From an optimization exercise on the open Yosys and OpenROAD flow, aimed at a short achievable clock period; shortcuts taken in it are not production practice.
In this exercise RTL edits were held to simulation tests only and were not proved equivalent to the original.
Power and IR drop assume default switching activity.

==> flow/design.v <==
module dialect_seq (
    input  wire        clk,
    input  wire        rst,           
    input  wire        start,         
    input  wire        abort_req,         
    input  wire [11:0] entry,
    input  wire        stopreq,
    input  wire        token,
    input  wire [3:0]  port_num,
    input  wire [23:0] trib_cycle,
    input  wire [63:0] time_in,       
    output wire [11:0] imem_addr,
    input  wire [31:0] imem_rdata,
    output wire [12:0] dmem_addr,
    output wire [31:0] dmem_wdata,
    output wire [3:0]  dmem_be,
    input  wire [31:0] dmem_rdata,
    input  wire        rxd,
    output reg         txd,
    output reg         de,
    output reg  [2:0]  exec_state,
    output wire [11:0] pc_out,
    output reg  [3:0]  trap_code,
    output reg  [31:0] trap_word,
    output reg  [31:0] trap_arg,
    input  wire [3:0]  reg_sel,
    output wire [31:0] reg_data
);
    localparam [2:0] ST_IDLE = 3'd0, ST_EXEC = 3'd1, ST_WAIT = 3'd2,
                     ST_STOP = 3'd3, ST_TRAP = 3'd4;
    localparam [3:0] T_ILLEGAL = 4'd1, T_BOUND = 4'd2, T_PC = 4'd3,
                     T_DMEM = 4'd4, T_USER = 4'd8, T_OPERAND = 4'd9;
    localparam [5:0] OP_ADD = 6'h01, OP_SUB = 6'h02, OP_AND = 6'h03,
                     OP_OR = 6'h04, OP_XOR = 6'h05, OP_SHL = 6'h06,
                     OP_SHR = 6'h07, OP_ADDI = 6'h09, OP_ANDI = 6'h0A,
                     OP_ORI = 6'h0B, OP_XORI = 6'h0C, OP_SHLI = 6'h0D,
                     OP_SHRI = 6'h0E, OP_LI = 6'h0F, OP_LDW = 6'h10,
                     OP_LDB = 6'h11, OP_STW = 6'h12, OP_STB = 6'h13,
                     OP_CHKR = 6'h17, OP_BEQ = 6'h18, OP_BNE = 6'h19,
                     OP_BLTU = 6'h1A, OP_BGEU = 6'h1B, OP_JMP = 6'h1C,
                     OP_CALL = 6'h1D, OP_JR = 6'h1E, OP_CHK = 6'h1F,
                     OP_DE = 6'h24, OP_DRAIN = 6'h25, OP_WEDGE = 6'h26,
                     OP_WAIT = 6'h27, OP_TXL = 6'h28, OP_RXL = 6'h29,
                     OP_MFS = 6'h3C, OP_HALT = 6'h3D, OP_NOP = 6'h3E,
                     OP_EXT = 6'h3F;
    reg [31:0] w [1:15];
    reg [11:0] pc;            
    reg        ext_valid;     
    reg        second;        
    reg [31:0] wait_cnt;      
    reg [31:0] time_hi;       
    reg        rx_s1, rx_s2, rx_s3;
    reg [31:0] ir;
    reg [31:0] opa, opb, opd;
    reg [11:0] tgt;           
    reg [31:0] imm;           
    reg [11:0] ipc;           
    reg [12:0] ipc1;          
    reg [31:0] daddr;         
    reg        daddr_bad;     
    reg [3:0]  st_be;         
    reg [31:0] st_data;       
    wire active = (exec_state == ST_EXEC) || (exec_state == ST_WAIT);
    assign pc_out    = pc;
    wire [31:0] word  = ir;
    wire [5:0]  op    = word[31:26];
    wire [3:0]  f_rd  = word[25:22];
    wire [3:0]  f_rs  = word[21:18];
    wire [3:0]  f_rt  = word[17:14];
    wire [17:0] imm18 = word[17:0];
    wire [13:0] low14 = word[13:0];
    wire [31:0] rs_val = opa;
    wire [31:0] rt_val = opb;
    wire [31:0] rd_val = opd;
    wire zext = (op == OP_ANDI) || (op == OP_ORI) || (op == OP_XORI) ||
                (op == OP_CHK) || (op == OP_JMP) || (op == OP_CALL);
    wire is_fmt_a = (op >= OP_ADD && op <= OP_SHR) || (op == OP_CHKR) ||
                    (op == OP_JR) || (op == OP_DRAIN) || (op == OP_RXL) ||
                    (op == OP_NOP);
    reg legal;
    always @* begin
        case (op)
            OP_ADD, OP_SUB, OP_AND, OP_OR, OP_XOR, OP_SHL, OP_SHR:
                legal = (low14 == 14'd0);
            OP_ADDI, OP_ANDI, OP_ORI, OP_XORI:
                legal = 1'b1;
            OP_SHLI, OP_SHRI:
                legal = (imm[31:5] == 27'd0);
            OP_LI:
                legal = (f_rs == 4'd0);
            OP_LDW, OP_LDB, OP_STW, OP_STB:
                legal = 1'b1;
            OP_CHKR:
                legal = (f_rd == 4'd0) && (low14 == 14'd0);
            OP_BEQ, OP_BNE, OP_BLTU, OP_BGEU:
                legal = 1'b1;
            OP_JMP, OP_CALL:
                legal = (word[25:18] == 8'd0);
            OP_JR:
                legal = (f_rd == 4'd0) && (f_rt == 4'd0) && (low14 == 14'd0);
            OP_CHK:
                legal = (f_rd == 4'd0);
            OP_DE, OP_TXL:
                legal = (f_rd == 4'd0) && (f_rs == 4'd0) && (imm[31:1] == 31'd0);
            OP_DRAIN, OP_NOP:
                legal = (word[25:0] == 26'd0);
            OP_WEDGE:
                legal = 1'b1;
            OP_WAIT:
                legal = (f_rd == 4'd0);
            OP_RXL:
                legal = (f_rs == 4'd0) && (f_rt == 4'd0) && (low14 == 14'd0);
            OP_MFS:
                legal = (f_rs == 4'd0) && (imm[31:3] == 29'd0);
            OP_HALT:
                legal = (f_rd == 4'd0) && (f_rs == 4'd0);
            OP_EXT:
                legal = !ext_valid && (word[25:14] == 12'd0);
            default:
                legal = 1'b0;
        endcase
        if (ext_valid && is_fmt_a)
            legal = 1'b0;
    end
    wire [31:0] sum_rr   = rs_val + rt_val;
    wire [31:0] diff_rr  = rs_val - rt_val;
    wire [31:0] sum_ri   = daddr;
    wire [31:0] shl_rr   = rs_val << rt_val[4:0];
    wire [31:0] shr_rr   = rs_val >> rt_val[4:0];
    wire [31:0] shl_ri   = rs_val << imm[4:0];
    wire [31:0] shr_ri   = rs_val >> imm[4:0];
    assign dmem_addr = daddr[12:0];
    wire [31:0] ld_byte_sh = dmem_rdata >> {daddr[1:0], 3'b000};
    wire [31:0] ld_byte    = {24'd0, ld_byte_sh[7:0]};
    wire [31:0] br_target = {20'd0, ipc} + imm;
    wire [31:0] seq_next  = {19'd0, ipc1};
    reg         br_taken;
    always @* begin
        case (op)
            OP_BEQ:  br_taken = (rs_val == rt_val);
            OP_BNE:  br_taken = (rs_val != rt_val);
            OP_BLTU: br_taken = (rs_val <  rt_val);
            OP_BGEU: br_taken = (rs_val >= rt_val);
            default: br_taken = 1'b0;
        endcase
    end
    reg [31:0] mfs_val;
    always @* begin
        case (imm[2:0])
            3'd0: mfs_val = time_in[31:0];
            3'd1: mfs_val = time_hi;
            3'd2: mfs_val = {31'd0, stopreq};
            3'd3: mfs_val = {31'd0, token};
            3'd4: mfs_val = {28'd0, port_num};
            3'd5: mfs_val = 32'd0;
            3'd6: mfs_val = {8'd0, trib_cycle};
            default: mfs_val = 32'd254;
        endcase
    end
    wire rise = rx_s2 && !rx_s3;
    wire fall = !rx_s2 && rx_s3;
    wire edge_hit = (imm[0] && rise) || (imm[1] && fall);
    wire [31:0] wait_len = daddr;
    reg        done;          
    reg        go_second;     
    reg        go_wait;       
    reg        do_ext;        
    reg        trap;
    reg [3:0]  tcode;
    reg [31:0] targ;
    reg        halt_clean;
    reg        wr_en;
    reg [31:0] wr_val;
    reg [31:0] next_pc;
    reg        st_en;
    reg        set_de, set_txd, latch_hi;
    always @* begin
        done       = 1'b0;
        go_second  = 1'b0;
        go_wait    = 1'b0;
        do_ext     = 1'b0;
        trap       = 1'b0;
        tcode      = 4'd0;
        targ       = 32'd0;
        halt_clean = 1'b0;
        wr_en      = 1'b0;
        wr_val     = 32'd0;
        next_pc    = seq_next;
        st_en      = 1'b0;
        set_de     = 1'b0;
        set_txd    = 1'b0;
        latch_hi   = 1'b0;
        if (!legal) begin
            trap  = 1'b1;
            tcode = T_ILLEGAL;
            targ  = word;
        end else begin
            done = 1'b1;
            case (op)
                OP_ADD:  begin wr_en = 1'b1; wr_val = sum_rr; end
                OP_SUB:  begin wr_en = 1'b1; wr_val = diff_rr; end
                OP_AND:  begin wr_en = 1'b1; wr_val = rs_val & rt_val; end
                OP_OR:   begin wr_en = 1'b1; wr_val = rs_val | rt_val; end
                OP_XOR:  begin wr_en = 1'b1; wr_val = rs_val ^ rt_val; end
                OP_SHL:  begin wr_en = 1'b1; wr_val = shl_rr; end
                OP_SHR:  begin wr_en = 1'b1; wr_val = shr_rr; end
                OP_ADDI: begin wr_en = 1'b1; wr_val = sum_ri; end
                OP_ANDI: begin wr_en = 1'b1; wr_val = rs_val & imm; end
                OP_ORI:  begin wr_en = 1'b1; wr_val = rs_val | imm; end
                OP_XORI: begin wr_en = 1'b1; wr_val = rs_val ^ imm; end
                OP_SHLI: begin wr_en = 1'b1; wr_val = shl_ri; end
                OP_SHRI: begin wr_en = 1'b1; wr_val = shr_ri; end
                OP_LI:   begin wr_en = 1'b1; wr_val = imm; end
                OP_LDW, OP_LDB, OP_STW, OP_STB: begin
                    if (daddr_bad) begin
                        trap = 1'b1; tcode = T_DMEM; targ = daddr;
                    end else if (op == OP_LDW) begin
                        wr_en = 1'b1; wr_val = dmem_rdata;
                    end else if (op == OP_LDB) begin
                        wr_en = 1'b1; wr_val = ld_byte;
                    end else begin
                        st_en = 1'b1;
                    end
                end
                OP_CHK: begin
                    if (rs_val >= imm) begin
                        trap = 1'b1; tcode = T_BOUND; targ = rs_val;
                    end
                end
                OP_CHKR: begin
                    if (rs_val >= rt_val) begin
                        trap = 1'b1; tcode = T_BOUND; targ = rs_val;
                    end
                end
                OP_BEQ, OP_BNE, OP_BLTU, OP_BGEU: begin
                    if (br_taken) next_pc = br_target;
                end
                OP_JMP:  next_pc = imm;
                OP_CALL: begin
                    next_pc = imm;
                    wr_en   = 1'b1;
                    wr_val  = seq_next;
                end
                OP_JR:   next_pc = rs_val;
                OP_DE:   set_de = 1'b1;
                OP_TXL:  set_txd = 1'b1;
                OP_DRAIN, OP_NOP: ;
                OP_RXL:  begin wr_en = 1'b1; wr_val = {31'd0, rx_s2}; end
                OP_MFS: begin
                    wr_en  = 1'b1;
                    wr_val = mfs_val;
                    if (imm[2:0] == 3'd0) latch_hi = 1'b1;
                end
                OP_WAIT: begin
                    if (wait_cnt != wait_len) begin
                        done = 1'b0; go_wait = 1'b1;
                    end
                end
                OP_WEDGE: begin
                    if (imm[1:0] == 2'b00) begin
                        trap = 1'b1; tcode = T_OPERAND; targ = imm;
                    end else if (wait_cnt == rs_val) begin
                        wr_en = 1'b1; wr_val = 32'hFFFF_FFFF;
                    end else if (edge_hit) begin
                        wr_en = 1'b1; wr_val = wait_cnt;
                    end else begin
                        done = 1'b0; go_wait = 1'b1;
                    end
                end
                OP_HALT: begin
                    if (imm == 32'd0 && stopreq) begin
                        halt_clean = 1'b1;
                    end else begin
                        trap = 1'b1; tcode = T_USER; targ = imm;
                    end
                end
                OP_EXT: begin
                    done   = 1'b0;
                    do_ext = 1'b1;
                    if (ipc == 12'd4095) begin
                        trap = 1'b1; tcode = T_PC; targ = 32'd4096;
                    end
                end
                default: ;
            endcase
            if (!trap && ((op == OP_JMP) || (op == OP_CALL) || (op == OP_JR) || br_taken)
                && !second) begin
                done = 1'b0; go_second = 1'b1;
            end
            if (!trap && !halt_clean && (done || go_second) && next_pc > 32'd4095) begin
                trap = 1'b1; tcode = T_PC; targ = next_pc;
                done = 1'b0; go_second = 1'b0;
            end
            if (trap) begin
                done = 1'b0; go_wait = 1'b0; do_ext = 1'b0;
                wr_en = 1'b0; st_en = 1'b0; set_de = 1'b0; set_txd = 1'b0;
                latch_hi = 1'b0;
            end
            if (halt_clean) done = 1'b0;
        end
    end
    wire commit = active && done;
    wire hold_ir = active && (go_second || go_wait);
    assign imem_addr = start  ? entry :
                       second ? tgt   : ipc1[11:0];
    wire [31:0] nw   = imem_rdata;
    wire [3:0]  n_rs = nw[21:18];
    wire [3:0]  n_rt = nw[17:14];
    wire [3:0]  n_rd = nw[25:22];
    wire [3:0]  widx = (op == OP_CALL) ? 4'd15 : f_rd;
    wire        wen  = commit && wr_en && (widx != 4'd0);
    wire [31:0] rf_a = (n_rs == 4'd0) ? 32'd0 : w[n_rs];
    wire [31:0] rf_b = (n_rt == 4'd0) ? 32'd0 : w[n_rt];
    wire [31:0] rf_d = (n_rd == 4'd0) ? 32'd0 : w[n_rd];
    wire [31:0] nx_a = (wen && widx == n_rs) ? wr_val : rf_a;
    wire [31:0] nx_b = (wen && widx == n_rt) ? wr_val : rf_b;
    wire [31:0] nx_d = (wen && widx == n_rd) ? wr_val : rf_d;
    wire [31:0] n_a  = start ? 32'd0 : nx_a;
    wire [31:0] n_b  = start ? 32'd0 : nx_b;
    wire [31:0] n_d  = start ? 32'd0 : nx_d;
    wire        n_ext = !start && (op == OP_EXT);
    wire [5:0]  n_op  = nw[31:26];
    wire        n_zext = (n_op == OP_ANDI) || (n_op == OP_ORI) || (n_op == OP_XORI) ||
                         (n_op == OP_CHK) || (n_op == OP_JMP) || (n_op == OP_CALL);
    wire [31:0] n_imm = n_ext  ? {word[13:0], nw[17:0]} :
                        n_zext ? {14'd0, nw[17:0]} :
                                 {{14{nw[17]}}, nw[17:0]};
    wire [31:0] n_daddr = n_a + n_imm;
    wire        n_word  = (n_op == OP_LDW) || (n_op == OP_STW);
    wire        n_bad   = (n_daddr > 32'h0000_1FFF) || (n_word && n_daddr[1:0] != 2'b00);
    wire        n_store = ((n_op == OP_STW) || (n_op == OP_STB)) && !n_bad &&
                          (imem_addr != 12'd4095);
    wire [3:0]  n_be    = !n_store ? 4'b0000 :
                          (n_op == OP_STW) ? 4'b1111 : (4'b0001 << n_daddr[1:0]);
    always @(posedge clk) begin
        if (start || !hold_ir) begin
            ir        <= nw;
            opa       <= n_a;
            opb       <= n_b;
            opd       <= n_d;
            imm       <= n_imm;
            ipc       <= imem_addr;
            ipc1      <= {1'b0, imem_addr} + 13'd1;
            daddr     <= n_daddr;
            daddr_bad <= n_bad;
            st_be     <= n_be;
            st_data   <= (n_op == OP_STW) ? n_d : {4{n_d[7:0]}};
        end
        tgt <= next_pc[11:0];
    end
    assign dmem_be    = active ? st_be : 4'b0000;
    assign dmem_wdata = st_data;
    wire [15:1] rsel_hot;
    dialect_seq_rsel_dec u_rsel_dec (.sel(reg_sel), .hot(rsel_hot));
    genvar gb;
    generate
        for (gb = 0; gb < 32; gb = gb + 1) begin : g_rdata
            dialect_seq_rsel_bit u_bit (
                .d({w[15][gb], w[14][gb], w[13][gb], w[12][gb], w[11][gb],
                    w[10][gb], w[9][gb], w[8][gb], w[7][gb], w[6][gb],
                    w[5][gb], w[4][gb], w[3][gb], w[2][gb], w[1][gb]}),
                .hot(rsel_hot), .q(reg_data[gb]));
        end
    endgenerate
    integer i;
    always @(posedge clk) begin
        if (rst) begin
            rx_s1 <= 1'b0;
            rx_s2 <= 1'b0;
            rx_s3 <= 1'b0;
        end else begin
            rx_s1 <= rxd;
            rx_s2 <= rx_s1;
            rx_s3 <= rx_s2;
        end
    end
    always @(posedge clk) begin
        if (rst) begin
            for (i = 1; i < 16; i = i + 1) w[i] <= 32'd0;
            pc         <= 12'd0;
            ext_valid  <= 1'b0;
            second     <= 1'b0;
            wait_cnt   <= 32'd0;
            time_hi    <= 32'd0;
            exec_state <= ST_IDLE;
            trap_code  <= 4'd0;
            trap_word  <= 32'd0;
            trap_arg   <= 32'd0;
            txd        <= 1'b1;
            de         <= 1'b0;
        end else begin
            if (commit) begin
                if (wr_en && f_rd != 4'd0) w[f_rd] <= wr_val;
                if (op == OP_CALL) w[15] <= wr_val;
                if (latch_hi) time_hi <= time_in[63:32];
                if (set_de)  de  <= imm[0];
                if (set_txd) txd <= imm[0];
                pc        <= next_pc[11:0];
                ext_valid <= 1'b0;
                second    <= 1'b0;
                wait_cnt  <= 32'd0;
                exec_state <= ST_EXEC;
            end
            if (active && go_second) second <= 1'b1;
            if (active && go_wait) begin
                wait_cnt   <= wait_cnt + 32'd1;
                exec_state <= ST_WAIT;
            end
            if (active && do_ext) begin
                ext_valid <= 1'b1;
            end
            if (start) begin
                for (i = 1; i < 16; i = i + 1) w[i] <= 32'd0;
                pc         <= entry;
                ext_valid  <= 1'b0;
                second     <= 1'b0;
                wait_cnt   <= 32'd0;
                    time_hi    <= 32'd0;
                exec_state <= ST_EXEC;
                trap_code  <= 4'd0;
                trap_word  <= 32'd0;
                trap_arg   <= 32'd0;
            end else if (abort_req) begin
                if (active) begin
                    exec_state <= ST_IDLE;
                    ext_valid  <= 1'b0;
                    second     <= 1'b0;
                    wait_cnt   <= 32'd0;
                    de         <= 1'b0;
                end
            end else if (active && trap) begin
                exec_state <= ST_TRAP;
                trap_code  <= tcode;
                trap_word  <= word;
                trap_arg   <= targ;
                ext_valid  <= 1'b0;
                second     <= 1'b0;
                wait_cnt   <= 32'd0;
                de         <= 1'b0;
            end else if (active && halt_clean) begin
                exec_state <= ST_STOP;
                de         <= 1'b0;
            end
        end
    end
endmodule
module dialect_seq_rsel_dec (
    input  wire [3:0]  sel,
    output wire [15:1] hot
);
    genvar i;
    generate
        for (i = 1; i < 16; i = i + 1) begin : g_hot
            assign hot[i] = (sel == i);
        end
    endgenerate
endmodule
module dialect_seq_rsel_bit (
    input  wire [15:1] d,
    input  wire [15:1] hot,
    output wire        q
);
    assign q = |(d & hot);
endmodule
==> flow/flow/run.sh <==
#!/bin/bash
set -euo pipefail
bash standard.sh SETUP_SLACK_MARGIN=11 finish > make_finish.log 2>&1
==> flow/standard.sh <==
#!/bin/bash
# synth_recipe.tcl (not shown) runs the flow's synth.tcl, then flattens the netlist and writes it again
# the make line also repeats each setting of config.mk as NAME=value (left out here)
make -C /OpenROAD-flow-scripts/flow DESIGN_CONFIG=/design/flow/config.mk WORK_HOME=/design/flow/orfs CLKGATE_MAP_FILE= SYNTH_SCRIPT=/design/flow/synth_recipe.tcl "${@:-finish}"
==> flow/config.mk <==
export PLATFORM = sky130hd
export DESIGN_NAME = dialect_seq
export DESIGN_NICKNAME = dialect_seq
export VERILOG_FILES = /design/flow/design.v
export SDC_FILE = /design/flow/constraint.sdc
export NUM_CORES = 4
export LEC_CHECK = 0
export CAP_MARGIN = 20
export CORE_MARGIN = 2
export CORE_UTILIZATION = 40
export SLEW_MARGIN = 20
export SYNTH_HIERARCHICAL = 1
export SYNTH_MINIMUM_KEEP_SIZE = 0
==> flow/constraint.sdc <==
create_clock -name core_clock -period 20.0 [get_ports {clk}]
set_input_delay 4.0000 -clock core_clock [delete_from_list [all_inputs] [get_ports {clk}]]
set_output_delay 4.0000 -clock core_clock [all_outputs]
set_load 0.01 [all_outputs]
==> impl_metrics.py, run 1 <==
metrics = {
    "clocking": {
        "cts_tree": "done",
        "clock_latency_ps": 800,
        "path_clk_slew_ps": 60,
        "root_buffer": "clkbuf_16",
        "ctsLongestPathBuffers": 3,
        "h-tree-depth": 3,
        "clkSinkCount": 882,
        "cts_buffers": 98,
    },
    "setup_path": {
        "r2r-end": "st_be[0]$_SDFFCE_PN0P_",
        "cp.arrival_ps": 5810,
        "r2r_cells": 25,
        "required_ps": 16000,
        "crit_path_max_fanout": 8,
        "critPathLaunchType": "input pin",
        "crit_type": "in -> out",
        "cp-end-kind": "output pin",
        "rrSetupSlack_ps": 10810,
        "r2r-start": "ir[26]$_DFFE_PP_",
    },
    "layout": {
        "top_register": "w",
        "fin_nets": 7051,
        "drive_gt1_frac": 0.2235,
        "fin_util": 0.4840,
        "syn2layout_area_growth_pct": 19.91,
        "largest_reg_flops": 512,
        "finalInstanceArea_mm2": 0.07887,
        "multi_input_area_mm2": 0.03979,
        "fill_cells": 15030,
        "seq_area_mm2": 0.02482,
    },
    "drt": {
        "drt_iter0_drc": 12070,
        "ant_nets": 0,
        "vias": 65160,
        "wl_per_cell_um": 41.41,
        "finalWirelength_um": 372700,
        "drt-vias-per-instance": 7.240,
        "drcViolationCount": 0,
        "dr.pass1.iters": 10,
    },
    "floorplanning": {
        "io_pins": 357,
        "dieArea_mm2": 0.1677,
        "rows": 148,
        "core_mm2": 0.1630,
        "die_h_um": 409.5,
        "start_util": 0.4036,
        "die_x_um": 409.5,
    },
    "logic_synthesis": {
        "ys_seq_elements": 882,
        "yosys_warnings": 7,
        "yosysTopAreaCellShare": 0.3269,
        "synth.most_common_cell": "nor2_1",
        "synthFlopType": "edfxtp_1",
        "synthCells": 6427,
        "async_reset_ff_frac": 0,
        "netlist_area_mm2": 0.06578,
        "yosysTopAreaCell": "edfxtp_1",
        "netlist_top_cells_area": "edfxtp_1 (33%), mux4_2 (16%), dfxtp_1 (5.1%), nor2_1 (4.7%), mux2i_1 (3.6%)",
        "synth.distinct_cells": 109,
        "synth_commonest_cells": "nor2_1 (827), edfxtp_1 (716), nand2_1 (519)",
        "avgSynthCellArea_um2": 10.23,
        "synth_edf_count": 716,
        "seq_area_frac_synth": 0.3774,
    },
    "global_routing": {
        "grt_overflow": 0,
        "antenna_found_initial": 34,
        "grt_usage": 0.4258,
        "grt_pass1_wl_um": 499400,
        "grt_pass1_vias": 61500,
        "grt_max_degree": 90,
    },
    "min_path": {
        "hold_path_class": "reg -> reg",
        "hold_depth": 2,
        "min_from": "trap_word[24]$_SDFFE_PP0P_",
        "hold_end": "trap_word[24]$_SDFFE_PP0P_",
    },
    "sta": {
        "setup_violations": 0,
        "worstMarginPinSlew_ps": 1357,
        "tns_ps": 0,
        "drv_slew": 0,
        "fin_crit_sh": 0.4906,
        "hold_violations": 0,
        "rsz0062_at_grt": "true",
        "clock_skew_ps": 90.81,
        "slew-limit-headroom": 0.08944,
        "hold_ws_ps": 453.2,
        "max_freq_ghz": 0.1019,
        "fin_crit_ps": 9813,
    },
    "power_and_ir_drop": {
        "ir_drop_v": 0.00008083,
        "total_power_w": 0.005513,
        "p_leak_nw": 28.58,
        "power.density_mw_per_mm2": 69.90,
    },
    "placement": {
        "place_congestion": 1.100,
        "port_buffers": 356,
        "dpl-instance-area_mm2": 0.07209,
        "hpwl_um": 242600,
    },
    "run": {
        "max_cap_violations": 0,
    },
    "status": {
        "outcome": "finished clean",
    },
}
-- through the flow --
step	setup slack (ps)	instances
finish	10190	9000
floorplan	10430	6458
global placement	7902	8628
detailed placement	7837	8634
CTS	10330	8918
global route	10190	8989
-- layout make-up --
| cell class | instances | share of cell area |
|---|---|---|
| sequential | 882 | 0.3147 |
| clock inverter | 61 | 0.009439 |
| inverter | 162 | 0.007916 |
| tap | 2175 | 0.03450 |
| multi-input combinational | 4814 | 0.5045 |
| timing repair buffer | 770 | 0.09630 |
| clock buffer | 117 | 0.03200 |
| antenna | 19 | 0.0006028 |
-- report_power, final --
part	switching, W	total, W	internal (W)	leakage, nW
Sequential	0.000162	0.00225	0.00208	9.32
Clock	0.000840	0.00190	0.00106	1.56
Combinational	0.000854	0.00136	0.000511	17.7
Total	0.00186	0.00551	0.00366	28.6
-- logic make-up (layout without fill, tap and decap cells) --
group	count (synthesis)	count (layout)	synth area share
fa+ha+maj	144	144	0.02785
flops	882	882	0.3774
simple gates	2130	2133	0.1504
compound gates	1568	1568	0.1660
xor+xnor	153	153	0.02037
other cells	1	51	0.00005701
buf+inv	765	1110	0.04653
mux	784	784	0.2114
-- worst max-delay path, cell delays in order --
cell and delay, ps:
buf_12 110, buf_8 120, nor4b_4 380, clkbuf_16 280
buf_12 160, a222oi_1 90, and3_1 180, nand4_1 270
buf_2 200
-- layer usage --
layer  up-vias  global-route usage  routed length (um)  part of all wire
met3      1687              0.1420               51150              0.14
met1     31790              0.5094              126400              0.34
met5         -                   0                 328           0.00088
met2      6044              0.6251              157000              0.42
met4        34              0.3422               37760              0.10
li1      25610                   -                   -                 -
-- Yosys stat by module (local to each module, per instance) --
module,area [um2],times used
dialect_seq_rsel_dec,264.0,1
dialect_seq_rsel_bit,70.07,32
dialect_seq,63270,1
-- cells in the final DEF, fill, tap and decap left out, drive strengths merged, types with 44 or more instances in the layout --
master and count:
xor2 49, mux2 72, o211ai 60, a21o 83
dfxtp 166, nor3 148, nand3 175, nor4 50
nand4 88, o21ai 256, edfxtp 716, mux2i 235
buf 461, a222oi 78, a22o 49, and3 72
xnor2 104, clkbuf 138, clkdlybuf4s50 248, inv 162
mux4 477, nor2 827, a22oi 169, ha 140
nand2 519, a221oi 79, a21oi 382, o22ai 44
-- worst max-delay path by stage --
| stage | from | endpoint | slack [ps] | cells after the start |
|---|---|---|---|---|
| after global routing | reg_sel[3] | reg_data[18] | 10190 | 7 |
| after detailed placement | time_in[2] | st_be[3]$_SDFFCE_PN0P_ | 7840 | 24 |
| after floorplan | reg_sel[3] | reg_data[10] | 10430 | 5 |
| after CTS | reg_sel[1] | reg_data[14] | 10330 | 7 |
| after global placement | time_in[2] | st_be[1]$_SDFFCE_PN0P_ | 7900 | 24 |
| final | reg_sel[2] | reg_data[14] | 10190 | 9 |
-- repair_timing --
action / CTS / global route
pin swaps: 149 / 145
hold buffers: 0 / 0
setup endpoints to repair: 81 / 47
buffers inserted: 84 / 53
gates resized for setup: 501 / 185
gates cloned: 22 / 6
==> run 2: changes to the inputs <==
--- a/flow/design.v
+++ b/flow/design.v
@@ -51,14 +51,14 @@
     reg [31:0] time_hi;       
     reg        rx_s1, rx_s2, rx_s3;
     reg [31:0] ir;
-    reg [31:0] opa, opb, opd;
+    reg [31:0] opa, opb;
     reg [11:0] tgt;           
     reg [31:0] imm;           
     reg [11:0] ipc;           
     reg [12:0] ipc1;          
-    reg [31:0] daddr;         
-    reg        daddr_bad;     
-    reg [3:0]  st_be;         
+    reg        is_word;       
+    reg        st_ok;         
+    reg        st_w;          
     reg [31:0] st_data;       
     wire active = (exec_state == ST_EXEC) || (exec_state == ST_WAIT);
     assign pc_out    = pc;
@@ -70,8 +70,8 @@
     wire [17:0] imm18 = word[17:0];
     wire [13:0] low14 = word[13:0];
     wire [31:0] rs_val = opa;
-    wire [31:0] rt_val = opb;
-    wire [31:0] rd_val = opd;
+    wire [31:0] rt_val = opb;    
+    wire [31:0] rd_val = opb;
     wire zext = (op == OP_ANDI) || (op == OP_ORI) || (op == OP_XORI) ||
                 (op == OP_CHK) || (op == OP_JMP) || (op == OP_CALL);
     wire is_fmt_a = (op >= OP_ADD && op <= OP_SHR) || (op == OP_CHKR) ||
@@ -124,13 +124,21 @@
     end
     wire [31:0] sum_rr   = rs_val + rt_val;
     wire [31:0] diff_rr  = rs_val - rt_val;
-    wire [31:0] sum_ri   = daddr;
+    wire [31:0] sum_ri   = rs_val + imm;
     wire [31:0] shl_rr   = rs_val << rt_val[4:0];
     wire [31:0] shr_rr   = rs_val >> rt_val[4:0];
     wire [31:0] shl_ri   = rs_val << imm[4:0];
     wire [31:0] shr_ri   = rs_val >> imm[4:0];
-    assign dmem_addr = daddr[12:0];
-    wire [31:0] ld_byte_sh = dmem_rdata >> {daddr[1:0], 3'b000};
+    wire [31:0] daddr    = sum_ri;
+    wire [13:0] daddr_lo = {1'b0, rs_val[12:0]} + {1'b0, imm[12:0]};
+    wire [18:0] da_hx    = rs_val[31:13] ^ imm[31:13];
+    wire [18:0] da_ho    = rs_val[31:13] | imm[31:13];
+    wire        da_hi_m1 = &da_hx;
+    wire        da_hi_0  = !da_hx[0] && (da_hx[18:1] == da_ho[17:0]);
+    wire        da_hi_ok = daddr_lo[13] ? da_hi_m1 : da_hi_0;
+    wire        daddr_bad = !da_hi_ok || (is_word && daddr_lo[1:0] != 2'b00);
+    assign dmem_addr = daddr_lo[12:0];
+    wire [31:0] ld_byte_sh = dmem_rdata >> {daddr_lo[1:0], 3'b000};
     wire [31:0] ld_byte    = {24'd0, ld_byte_sh[7:0]};
     wire [31:0] br_target = {20'd0, ipc} + imm;
     wire [31:0] seq_next  = {19'd0, ipc1};
@@ -160,7 +168,7 @@
     wire rise = rx_s2 && !rx_s3;
     wire fall = !rx_s2 && rx_s3;
     wire edge_hit = (imm[0] && rise) || (imm[1] && fall);
-    wire [31:0] wait_len = daddr;
+    wire [31:0] wait_len = sum_ri;
     reg        done;          
     reg        go_second;     
     reg        go_wait;       
@@ -305,63 +313,50 @@
                        second ? tgt   : ipc1[11:0];
     wire [31:0] nw   = imem_rdata;
     wire [3:0]  n_rs = nw[21:18];
-    wire [3:0]  n_rt = nw[17:14];
-    wire [3:0]  n_rd = nw[25:22];
+    wire [5:0]  n_op = nw[31:26];
+    wire        n_st_op = (n_op == OP_STW) || (n_op == OP_STB);
+    wire [3:0]  n_rt = n_st_op ? nw[25:22] : nw[17:14];
     wire [3:0]  widx = (op == OP_CALL) ? 4'd15 : f_rd;
     wire        wen  = commit && wr_en && (widx != 4'd0);
-    wire [31:0] rf_a = (n_rs == 4'd0) ? 32'd0 : w[n_rs];
-    wire [31:0] rf_b = (n_rt == 4'd0) ? 32'd0 : w[n_rt];
-    wire [31:0] rf_d = (n_rd == 4'd0) ? 32'd0 : w[n_rd];
+    wire [479:0] rf_all;
+    genvar gr;
+    generate
+        for (gr = 1; gr < 16; gr = gr + 1) begin : g_rf
+            assign rf_all[32*gr-1 -: 32] = w[gr];
+        end
+    endgenerate
+    wire [31:0] rf_a, rf_b;
+    dialect_seq_rport u_rport_a (.sel(n_rs), .rf(rf_all), .q(rf_a));
+    dialect_seq_rport u_rport_b (.sel(n_rt), .rf(rf_all), .q(rf_b));
     wire [31:0] nx_a = (wen && widx == n_rs) ? wr_val : rf_a;
     wire [31:0] nx_b = (wen && widx == n_rt) ? wr_val : rf_b;
-    wire [31:0] nx_d = (wen && widx == n_rd) ? wr_val : rf_d;
     wire [31:0] n_a  = start ? 32'd0 : nx_a;
     wire [31:0] n_b  = start ? 32'd0 : nx_b;
-    wire [31:0] n_d  = start ? 32'd0 : nx_d;
     wire        n_ext = !start && (op == OP_EXT);
-    wire [5:0]  n_op  = nw[31:26];
     wire        n_zext = (n_op == OP_ANDI) || (n_op == OP_ORI) || (n_op == OP_XORI) ||
                          (n_op == OP_CHK) || (n_op == OP_JMP) || (n_op == OP_CALL);
     wire [31:0] n_imm = n_ext  ? {word[13:0], nw[17:0]} :
                         n_zext ? {14'd0, nw[17:0]} :
                                  {{14{nw[17]}}, nw[17:0]};
-    wire [31:0] n_daddr = n_a + n_imm;
-    wire        n_word  = (n_op == OP_LDW) || (n_op == OP_STW);
-    wire        n_bad   = (n_daddr > 32'h0000_1FFF) || (n_word && n_daddr[1:0] != 2'b00);
-    wire        n_store = ((n_op == OP_STW) || (n_op == OP_STB)) && !n_bad &&
-                          (imem_addr != 12'd4095);
-    wire [3:0]  n_be    = !n_store ? 4'b0000 :
-                          (n_op == OP_STW) ? 4'b1111 : (4'b0001 << n_daddr[1:0]);
     always @(posedge clk) begin
         if (start || !hold_ir) begin
             ir        <= nw;
             opa       <= n_a;
             opb       <= n_b;
-            opd       <= n_d;
             imm       <= n_imm;
             ipc       <= imem_addr;
             ipc1      <= {1'b0, imem_addr} + 13'd1;
-            daddr     <= n_daddr;
-            daddr_bad <= n_bad;
-            st_be     <= n_be;
-            st_data   <= (n_op == OP_STW) ? n_d : {4{n_d[7:0]}};
+            is_word   <= (n_op == OP_LDW) || (n_op == OP_STW);
+            st_ok     <= n_st_op && (imem_addr != 12'd4095);
+            st_w      <= (n_op == OP_STW);
+            st_data   <= (n_op == OP_STW) ? n_b : {4{n_b[7:0]}};
         end
         tgt <= next_pc[11:0];
     end
-    assign dmem_be    = active ? st_be : 4'b0000;
+    assign dmem_be    = (!active || !st_ok || daddr_bad) ? 4'b0000 :
+                        st_w ? 4'b1111 : (4'b0001 << daddr_lo[1:0]);
     assign dmem_wdata = st_data;
-    wire [15:1] rsel_hot;
-    dialect_seq_rsel_dec u_rsel_dec (.sel(reg_sel), .hot(rsel_hot));
-    genvar gb;
-    generate
-        for (gb = 0; gb < 32; gb = gb + 1) begin : g_rdata
-            dialect_seq_rsel_bit u_bit (
-                .d({w[15][gb], w[14][gb], w[13][gb], w[12][gb], w[11][gb],
-                    w[10][gb], w[9][gb], w[8][gb], w[7][gb], w[6][gb],
-                    w[5][gb], w[4][gb], w[3][gb], w[2][gb], w[1][gb]}),
-                .hot(rsel_hot), .q(reg_data[gb]));
-        end
-    endgenerate
+    dialect_seq_rport u_rport_q (.sel(reg_sel), .rf(rf_all), .q(reg_data));
     integer i;
     always @(posedge clk) begin
         if (rst) begin
@@ -444,21 +439,82 @@
         end
     end
 endmodule
+module dialect_seq_rport (
+    input  wire [3:0]   sel,
+    input  wire [479:0] rf,       
+    output wire [31:0]  q
+);
+    wire [59:0] hot;              
+    genvar b;
+    generate
+        for (b = 0; b < 4; b = b + 1) begin : g_dec
+            dialect_seq_rsel_dec u_dec (.sel(sel), .hot(hot[15*b +: 15]));
+        end
+        for (b = 0; b < 32; b = b + 1) begin : g_bit
+            dialect_seq_rsel_bit u_bit (
+                .d({rf[480-32+b], rf[448-32+b], rf[416-32+b], rf[384-32+b],
+                    rf[352-32+b], rf[320-32+b], rf[288-32+b], rf[256-32+b],
+                    rf[224-32+b], rf[192-32+b], rf[160-32+b], rf[128-32+b],
+                    rf[96-32+b],  rf[64-32+b],  rf[32-32+b]}),
+                .hot(hot[15*(b / 8) +: 15]), .q(q[b]));
+        end
+    endgenerate
+endmodule
 module dialect_seq_rsel_dec (
     input  wire [3:0]  sel,
     output wire [15:1] hot
 );
+    wire [3:0] lo_n, hi_n;
+    dialect_seq_pdec u_lo (.s(sel[1:0]), .y_n(lo_n));
+    dialect_seq_pdec u_hi (.s(sel[3:2]), .y_n(hi_n));
     genvar i;
     generate
         for (i = 1; i < 16; i = i + 1) begin : g_hot
-            assign hot[i] = (sel == i);
+            dialect_seq_nor2 u_h (.a(lo_n[i % 4]), .b(hi_n[i / 4]), .y(hot[i]));
         end
     endgenerate
 endmodule
+module dialect_seq_pdec (
+    input  wire [1:0] s,
+    output wire [3:0] y_n
+);
+    assign y_n[0] = !(!s[1] && !s[0]);
+    assign y_n[1] = !(!s[1] &&  s[0]);
+    assign y_n[2] = !( s[1] && !s[0]);
+    assign y_n[3] = !( s[1] &&  s[0]);
+endmodule
 module dialect_seq_rsel_bit (
     input  wire [15:1] d,
     input  wire [15:1] hot,
     output wire        q
 );
-    assign q = |(d & hot);
+    wire [15:1] p;
+    wire [3:0]  g;
+    wire [1:0]  h;
+    genvar i;
+    generate
+        for (i = 1; i < 16; i = i + 1) begin : g_p
+            dialect_seq_nand2 u_p (.a(d[i]), .b(hot[i]), .y(p[i]));
+        end
+    endgenerate
+    dialect_seq_nand4 u_g0 (.a(p[1]), .b(p[2]), .c(p[3]), .d(p[4]), .y(g[0]));
+    dialect_seq_nand4 u_g1 (.a(p[5]), .b(p[6]), .c(p[7]), .d(p[8]), .y(g[1]));
+    dialect_seq_nand4 u_g2 (.a(p[9]), .b(p[10]), .c(p[11]), .d(p[12]), .y(g[2]));
+    dialect_seq_nand3 u_g3 (.a(p[13]), .b(p[14]), .c(p[15]), .y(g[3]));
+    dialect_seq_nor2  u_h0 (.a(g[0]), .b(g[1]), .y(h[0]));
+    dialect_seq_nor2  u_h1 (.a(g[2]), .b(g[3]), .y(h[1]));
+    dialect_seq_nand2 u_q  (.a(h[0]), .b(h[1]), .y(q));
+endmodule
+module dialect_seq_nand2 (input wire a, input wire b, output wire y);
+    assign y = !(a && b);
+endmodule
+module dialect_seq_nand3 (input wire a, input wire b, input wire c, output wire y);
+    assign y = !(a && b && c);
+endmodule
+module dialect_seq_nand4 (input wire a, input wire b, input wire c, input wire d,
+                          output wire y);
+    assign y = !(a && b && c && d);
+endmodule
+module dialect_seq_nor2 (input wire a, input wire b, output wire y);
+    assign y = !(a || b);
 endmodule
==> flow/flow/run.sh (replaced) <==
#!/bin/bash
set -euo pipefail
bash standard.sh SETUP_SLACK_MARGIN=12 IO_CONSTRAINTS="$PWD/flow/io.tcl" finish > make_finish.log 2>&1
==> flow/flow/io.tcl (new file) <==
# Pin sides: the register read port on the left, the instruction
# memory and start on the top, the data memory on the right; the rest
# are left to the pin placer.
set_io_pin_constraint -region left:160-230 -pin_names {reg_sel[0] reg_sel[1] reg_sel[2] reg_sel[3] reg_data[0] reg_data[1] reg_data[2] reg_data[3] reg_data[4] reg_data[5] reg_data[6] reg_data[7] reg_data[8] reg_data[9] reg_data[10] reg_data[11] reg_data[12] reg_data[13] reg_data[14] reg_data[15] reg_data[16] reg_data[17] reg_data[18] reg_data[19] reg_data[20] reg_data[21] reg_data[22] reg_data[23] reg_data[24] reg_data[25] reg_data[26] reg_data[27] reg_data[28] reg_data[29] reg_data[30] reg_data[31]}
set_io_pin_constraint -region top:* -pin_names {start entry[0] entry[1] entry[2] entry[3] entry[4] entry[5] entry[6] entry[7] entry[8] entry[9] entry[10] entry[11] imem_addr[0] imem_addr[1] imem_addr[2] imem_addr[3] imem_addr[4] imem_addr[5] imem_addr[6] imem_addr[7] imem_addr[8] imem_addr[9] imem_addr[10] imem_addr[11] imem_rdata[0] imem_rdata[1] imem_rdata[2] imem_rdata[3] imem_rdata[4] imem_rdata[5] imem_rdata[6] imem_rdata[7] imem_rdata[8] imem_rdata[9] imem_rdata[10] imem_rdata[11] imem_rdata[12] imem_rdata[13] imem_rdata[14] imem_rdata[15] imem_rdata[16] imem_rdata[17] imem_rdata[18] imem_rdata[19] imem_rdata[20] imem_rdata[21] imem_rdata[22] imem_rdata[23] imem_rdata[24] imem_rdata[25] imem_rdata[26] imem_rdata[27] imem_rdata[28] imem_rdata[29] imem_rdata[30] imem_rdata[31] abort_req rst}
set_io_pin_constraint -region right:* -pin_names {dmem_addr[0] dmem_addr[1] dmem_addr[2] dmem_addr[3] dmem_addr[4] dmem_addr[5] dmem_addr[6] dmem_addr[7] dmem_addr[8] dmem_addr[9] dmem_addr[10] dmem_addr[11] dmem_addr[12] dmem_be[0] dmem_be[1] dmem_be[2] dmem_be[3] dmem_wdata[0] dmem_wdata[1] dmem_wdata[2] dmem_wdata[3] dmem_wdata[4] dmem_wdata[5] dmem_wdata[6] dmem_wdata[7] dmem_wdata[8] dmem_wdata[9] dmem_wdata[10] dmem_wdata[11] dmem_wdata[12] dmem_wdata[13] dmem_wdata[14] dmem_wdata[15] dmem_wdata[16] dmem_wdata[17] dmem_wdata[18] dmem_wdata[19] dmem_wdata[20] dmem_wdata[21] dmem_wdata[22] dmem_wdata[23] dmem_wdata[24] dmem_wdata[25] dmem_wdata[26] dmem_wdata[27] dmem_wdata[28] dmem_wdata[29] dmem_wdata[30] dmem_wdata[31] dmem_rdata[0] dmem_rdata[1] dmem_rdata[2] dmem_rdata[3] dmem_rdata[4] dmem_rdata[5] dmem_rdata[6] dmem_rdata[7] dmem_rdata[8] dmem_rdata[9] dmem_rdata[10] dmem_rdata[11] dmem_rdata[12] dmem_rdata[13] dmem_rdata[14] dmem_rdata[15] dmem_rdata[16] dmem_rdata[17] dmem_rdata[18] dmem_rdata[19] dmem_rdata[20] dmem_rdata[21] dmem_rdata[22] dmem_rdata[23] dmem_rdata[24] dmem_rdata[25] dmem_rdata[26] dmem_rdata[27] dmem_rdata[28] dmem_rdata[29] dmem_rdata[30] dmem_rdata[31]}
==> run 2 against run 1 <==
Compared with the run above:
- flip-flop and latch count fell by 74
- setup slack better by 350 ps
- first-iteration DRC count fell by 14%
- clock power shrank 7%
- routed wire length is 0.45% lower
- synthesized area is 8.7% lower
- critical path type unchanged
- critical endpoint is now reg_data[15]
==> impl_metrics.py, run 2 <==
metrics = {
    "clocking": {
        "root_buffer": "clkbuf_16",
        "ctsLongestPathBuffers": 3,
        "path_clk_slew_ps": 60,
        "clkSinkCount": 808,
        "hold_buffers": 0,
        "h-tree-depth": 3,
        "cts_tree": "done",
        "cts_buffers": 94,
        "clock_latency_ps": 770,
    },
    "layout": {
        "fill_cells": 14470,
        "layout_common_cells": "nand2_1 (1978), nor2_1 (1092), edfxtp_1 (642)",
        "syn2layout_area_growth_pct": 23.44,
        "top_register": "w",
        "fin_util": 0.4960,
        "fin_nets": 8573,
        "largest_reg_flops": 480,
        "layout_commonest_cell": "nand2_1",
        "drive_gt1_frac": 0.1427,
    },
    "logic_synthesis": {
        "synth_edf_count": 642,
        "synthFlopType": "edfxtp_1",
        "ys_seq_elements": 808,
        "netlist_area_mm2": 0.06004,
        "netlist_top_cells_area": "edfxtp_1 (32%), nand2_1 (13%), nor2_1 (7.8%), dfxtp_1 (5.5%), nand4_1 (3.6%)",
        "synth.most_common_cell": "nand2_1",
        "synthCells": 7793,
        "yosysTopAreaCell": "edfxtp_1",
        "yosys_warnings": 7,
        "seq_area_frac_synth": 0.3765,
        "synth.distinct_cells": 105,
        "async_reset_ff_frac": 0,
        "yosysTopAreaCellShare": 0.3211,
        "synth_commonest_cells": "nand2_1 (2056), nor2_1 (1251), edfxtp_1 (642)",
        "avgSynthCellArea_um2": 7.704,
    },
    "setup_path": {
        "cp.arrival_ps": 5460,
        "cpLargestDelayFamily": "simple AND/OR/NAND/NOR gates",
        "required_ps": 16000,
        "rrSetupSlack_ps": 11900,
        "cp-end-kind": "output pin",
        "critPathLaunchType": "input pin",
        "startpoint": "reg_sel[0]",
        "path_cells": "buf_12 -> buf_12 -> buf_6 -> or2_4 -> nor2_4 -> buf_6 -> nand2_1 -> nand4_1 -> nor2_4 -> nand2_4 -> buf_6",
        "cp_num_buf_inv": 5,
        "crit_type": "in -> out",
        "r2r-start": "opb[4]$_DFFE_PP_",
        "cpMostUsedCell": "buf_6",
        "slowest_stage": "or2_4",
        "r2r_cells": 21,
        "r2r-end": "w[13][22]$_SDFFCE_PN0P_",
        "crit_path_max_fanout": 8,
        "slowest_delay_ps": 260,
    },
    "power_and_ir_drop": {
        "power.density_mw_per_mm2": 69.01,
        "p_leak_nw": 27.92,
        "ir_drop_v": 0.00007067,
    },
    "min_path": {
        "hold_path_class": "reg -> reg",
        "min_from": "trap_arg[24]$_SDFFE_PP0P_",
        "hold_end": "trap_arg[24]$_SDFFE_PP0P_",
        "hold_depth": 2,
    },
    "placement": {
        "hpwl_um": 269900,
        "place_congestion": 1.117,
        "port_buffers": 356,
        "pre_cts_slack_ps": 9411,
    },
    "sta": {
        "clock_skew_ps": 49.83,
        "hold_ws_ps": 451.4,
        "rsz0062_at_grt": "true",
        "tns_ps": 0,
        "fin_crit_ps": 9458,
        "drv_slew": 0,
        "slew-limit-headroom": 0.1013,
        "setup_violations": 0,
        "worstMarginPinSlew_ps": 1348,
        "fin_crit_sh": 0.4729,
        "max_freq_ghz": 0.1057,
        "fin_ws_ps": 10540,
        "hold_violations": 0,
    },
    "global_routing": {
        "grt_max_degree": 72,
        "grt_usage": 0.4686,
        "grt_pass1_wl_um": 503700,
        "grt_pass1_vias": 62520,
        "grt_overflow": 0,
        "antenna_found_initial": 21,
    },
    "floorplanning": {
        "rows": 142,
        "die_x_um": 391.4,
        "core_mm2": 0.1494,
        "start_util": 0.4018,
        "die_h_um": 391.4,
        "io_pins": 357,
        "dieArea_mm2": 0.1532,
    },
    "drt": {
        "drt_iter0_drc": 10370,
        "ant_nets": 0,
        "dr.pass1.iters": 8,
        "vias": 68350,
        "drcViolationCount": 0,
        "wl_per_cell_um": 35.86,
        "drt-vias-per-instance": 6.606,
        "finalWirelength_um": 371000,
    },
    "status": {
        "outcome": "finished clean",
    },
    "run": {
        "max_cap_violations": 0,
    },
}
-- run 2: cells by family (layout without fill, tap and decap cells) --
kind of cell	count (synthesis)	in the layout	share of synthesized area
other	0	18	0
adder cells (fa/ha/maj)	162	162	0.03426
buffers and inverters	653	1170	0.04391
AND/OR/NAND/NOR	4375	4377	0.3167
flip-flops	808	808	0.3765
multiplexers	263	263	0.05060
AO/OA/AOI/OAI	1356	1356	0.1515
XOR/XNOR	176	176	0.02659
-- run 2: stage by stage --
| step | total power [W] | cells | area [um2] |
|---|---|---|---|
| floorplan | 0.002603 | 7793 | 61000 |
| global placement | 0.003191 | 9941 | 67120 |
| detailed placement | 0.003187 | 9944 | 67170 |
| CTS | 0.005022 | 10280 | 73040 |
| global route | 0.005205 | 10330 | 74060 |
| finish | 0.005114 | 10350 | 74110 |
-- run 2: cell type report --
class / count / area [um2] / share of cell area
Tap cell: 2016 / 2522 / 0.03404
Multi-Input combinational cell: 6334 / 37240 / 0.5025
Antenna cell: 18 / 45.04 / 0.0006078
Timing Repair Buffer: 804 / 7801 / 0.1053
Inverter: 188 / 793.3 / 0.01070
Clock inverter: 51 / 565.5 / 0.007631
Sequential cell: 808 / 22600 / 0.3050
Timing Repair inverter: 2 / 41.29 / 0.0005571
Clock buffer: 125 / 2502 / 0.03377
-- run 2: worst reg2reg max path, cell delays in order, from the launching register on --
cell	delay, ps
edfxtp_1	330
buf_4	320
inv_1	180
ha_1	460
and4_1	490
a21bo_2	280
a21o_1	270
a31oi_2	440
o21ba_2	300
or3_1	440
buf_4	340
o21ai_0	220
a2111oi_1	500
nand4_1	290
nor3_4	520
nor4_4	150
buf_4	270
nor2_1	150
buf_4	360
nand4_4	590
nand2_1	260
buf_4	550
-- run 2: Yosys stat by module, one instance, submodules excluded, a selection --
module,copies in the design,flops+latches,cells inside
dialect_seq,1,808,5405
dialect_seq_nand2,1536,0,1
dialect_seq_nand3,96,0,1
dialect_seq_nand4,288,0,1
dialect_seq_nor2,372,0,1
dialect_seq_pdec,24,0,4
-- run 2: worst max-delay path by stage --
stage,end,cells past startpoint
6_report,reg_data[15],11
5_1_grt,reg_data[15],11
4_1_cts,reg_data[15],11
3_5_place_dp,reg_data[15],9
3_3_place_gp,reg_data[16],9
2_1_floorplan,imm[0]$_DFFE_PP_,14
-- run 2: layer usage --
metal	vias up	global-route usage	wire length [um]
met4	12	0.3678	36550
li1	28500	-	-
met2	5200	0.6935	156100
met3	1401	0.1314	43270
met1	33240	0.5726	135000
met5	-	0	86
-- run 2: repair_timing --
action | 4_1_cts | 5_1_grt
gates cloned | 8 | 1
buffers inserted | 150 | 45
resized for setup | 609 | 152
pin swaps | 135 | 113
endpoints found under the setup margin | 1168 | 483
-- run 2: report_power, final --
group | total [W] | switching [W] | leakage, nW | internal (W)
clock | 0.00177 | 0.000804 | 1.47 | 0.000969
combinational | 0.00135 | 0.000914 | 17.9 | 0.000438
sequential | 0.00199 | 0.0000965 | 8.54 | 0.00189

## port drivers added, routing unchanged
The flow's constraints put no driver on any port. The routed layouts listed below were extracted and timed again, unchanged, in two steps. Step 1: set_driving_cell puts a clkbuf_16 on clk and a buf_2 on each other input, an assumption about the parent block. Step 2 moves the port delays by t, midway between the first and last clock arrival at a register: inputs arrive t later, outputs are due t later. That takes back most of the time a late clock gives input paths. Slacks: ideal / step 1 / step 2; pairs: ideal / step 1.
run | t, ns | setup slack, ns | hold WS [ns] | latest minus earliest clock arrival (ns)
run 1 | 0.838 | 10.187 / 10.086 / 9.626 | 0.453 / 0.453 / 0.453 | 0.090 / 0.091
run 2 | 0.834 | 10.542 / 10.496 / 10.496 | 0.451 / 0.451 / 0.451 | 0.053 / 0.052
After both steps setup and hold are still met in every run listed. The setup slack of run 1, which loses most, moves by -0.101 ns with the drivers and by -0.561 ns with both steps.
